Context: an optimization exercise on an open-source flow, tuned for small area, a short achievable clock period and few clock cycles per item. The choices shown serve that exercise and are no tape-out recipe.
The RTL was checked by simulation tests, not by an equivalence proof against the original design.

==> flow/design.v (excerpt) <==
module ldg_chain (
    input  wire         clk,
    input  wire         rst,         
    input  wire         in_valid,
    output wire         in_ready,
    input  wire [1:0]   in_op,       
    input  wire [143:0] in_data,     
    output wire         out_valid,
    input  wire         out_ready,
    output wire [255:0] out_entry    
);
Size: ~4500 cells after synthesis, ~830 flip-flops, ~45000 um^2 of cells after synthesis.
Settings: LEC_CHECK=0, CAP_MARGIN=20, CORE_MARGIN=2, CORE_UTILIZATION=45, CTS_BUF_LIST=sky130_fd_sc_hd__clkbuf_16, CTS_CLUSTER_DIAMETER=80, CTS_CLUSTER_SIZE=20, PLACE_DENSITY=0.55, SETUP_SLACK_MARGIN=5, SLEW_MARGIN=20; clock period 10.0 ns.
standard.sh (not shown) runs the stock make flow with config.mk's settings and CLKGATE_MAP_FILE= SYNTH_SCRIPT=/design/flow/synth_recipe.tcl, a recipe that flattens the netlist after the stock synthesis.
==> flow/flow/run.sh <==
#!/bin/bash
# Own layout flow: the standard flow (standard.sh: unchanged synthesis and
# steps, the design's clock and constraints), with two changes to how the
# layout is made:
#  - the port buffers that global placement inserts on every input and output
#    are the smallest plain buffer (buf_1) instead of the one buffer_ports
#    picks by itself (clkdlybuf4s50_1, 2.7 times the area);
#  - the timing repair aims for more setup slack than config.mk may ask for
#    (SETUP_SLACK_MARGIN), so that it sizes the round logic for a shorter
#    period. The clock period and the SDC are not changed.
# make's full output goes to flow_make.log in the work folder; each ORFS step
# also writes its own log under orfs/logs/.
set -euo pipefail
export BUFFER_PORTS_ARGS="-buffer_cell sky130_fd_sc_hd__buf_1"
margin=$(cat flow/margin.txt)
if grep -q '^export SETUP_SLACK_MARGIN' config.mk; then
  sed -i "s/^export SETUP_SLACK_MARGIN.*/export SETUP_SLACK_MARGIN = $margin/" config.mk
else
  echo "export SETUP_SLACK_MARGIN = $margin" >> config.mk
fi
cp config.mk config_used.mk
bash standard.sh finish > flow_make.log 2>&1
test -f out/final.def
==> flow/flow/margin.txt <==
5
Testbench counts at the start, summed over its fixed seeds: cycles 24,720, items 384.
Change:
==> flow/flow/margin.txt (replaced) <==
5.6
--- a/flow/config.mk
+++ b/flow/config.mk
@@ -8,9 +8,9 @@
 export CAP_MARGIN = 20
 export CORE_MARGIN = 2
-export CORE_UTILIZATION = 45
+export CORE_UTILIZATION = 55
 export CTS_BUF_LIST = sky130_fd_sc_hd__clkbuf_16
 export CTS_CLUSTER_DIAMETER = 80
 export CTS_CLUSTER_SIZE = 20
-export PLACE_DENSITY = 0.55
-export SETUP_SLACK_MARGIN = 5
+export PLACE_DENSITY = 0.65
 export SLEW_MARGIN = 20
+export SETUP_SLACK_MARGIN = 5.6
Worst hold slack gets worse by 0.0091 ns.
Via count increases by 4.6%.
Global-route usage rises by 7.4 points.
Change:
==> flow/flow/margin.txt (replaced) <==
5.15
--- a/flow/config.mk
+++ b/flow/config.mk
@@ -14,3 +14,3 @@
 export PLACE_DENSITY = 0.65
 export SLEW_MARGIN = 20
-export SETUP_SLACK_MARGIN = 5.6
+export SETUP_SLACK_MARGIN = 5.15
What happened:
- cell area shrinks by a few percent
- critical path depth shrinks by 9
- area after synthesis is unchanged
- routed wire length rises slightly
- sequential share of layout area rose by 1.6 points
- via count went down slightly
- global-route usage goes up by 0.84 points


run A:
ldg_chain again, from the RTL that the note above started with.
// ldg_chain
module ldg_chain (
    input  wire         clk,
    input  wire         rst,         
    input  wire         in_valid,
    output wire         in_ready,
    input  wire [1:0]   in_op,       
    input  wire [143:0] in_data,     
    output wire         out_valid,
    input  wire         out_ready,
    output wire [255:0] out_entry    
);
export LEC_CHECK = 0
export CAP_MARGIN = 20
export CORE_MARGIN = 2
export CORE_UTILIZATION = 50
export CTS_BUF_LIST = sky130_fd_sc_hd__clkbuf_16
export CTS_CLUSTER_DIAMETER = 80
export CTS_CLUSTER_SIZE = 20
export PLACE_DENSITY = 0.6
export SETUP_SLACK_MARGIN = 5
export SLEW_MARGIN = 20
create_clock -name core_clock -period 10.0 [get_ports {clk}]
==> flow/flow/margin.txt <==
5
Scripts as last shown in full above: flow/flow/run.sh
Testbench counts of run A, summed over its fixed seeds: cycles 24,720, items 384.
--- input diff run A..run B ---
- PLACE_DENSITY: 0.6 -> 0.65
- SETUP_SLACK_MARGIN: 5 -> 5.3
- CORE_UTILIZATION: 50 -> 55
==> flow/flow/margin.txt <==
5.3
Notes after the runs:
The higher logic depth of the worst path, buffers included came out of run B.
Taking run A as the reference, in run B final hold slack level; wire length -3.1%; via count now sits higher.
Run A → run B: number of tap cells inserted lower, clock skew comparable, clock buffer count lost 5.4%.
What run C does differently from run B at the input level:
- SETUP_SLACK_MARGIN changed from 5.3 to 5
==> flow/flow/margin.txt <==
5
## What came out
- Higher overall fraction of global-route tracks in use among run B and run C: run C
- Fraction of area in registers, run B and run C: higher on run C
- A worst setup path startpoint of rc[5] is what run C shows, while e[6] belongs to run B.

what the ideal ports hide:
How much do the figures lean on ideal ports? The routed layouts below were timed once more, with nothing changed but the port constraints. Step 1 assumes that a clkbuf_16 drives the clock port and a buf_2 every other input. Step 2 times the ports against the registers' clock, not the clock port: input delays grow and output delays shrink by t, the midpoint of the rising clock arrivals with the driver on. a / b / c = ideal ports / drivers / drivers and shift; a / b = the first two.
| run | t (ns) | slack for setup (ns) | clock arrival spread, ns |
|---|---|---|---|
| the first run of note 1 | 0.760 | 4.980 / 4.980 / 4.562 | 0.030 / 0.029 |
| the second run of note 1 | 0.730 | 5.344 / 5.344 / 4.950 | 0.035 / 0.035 |
| the third run of note 1 | 0.712 | 5.185 / 5.119 / 4.524 | 0.040 / 0.040 |
| run A | 0.744 | 5.092 / 5.092 / 4.406 | 0.033 / 0.032 |
| run B | 0.708 | 5.238 / 5.238 / 4.722 | 0.033 / 0.033 |
| run C | 0.709 | 5.082 / 5.008 / 4.523 | 0.046 / 0.046 |
After both steps setup and hold are still met in every run listed. For run A, which loses most, drivers alone change the setup slack by 0.000 ns; drivers and shift together by -0.686 ns.
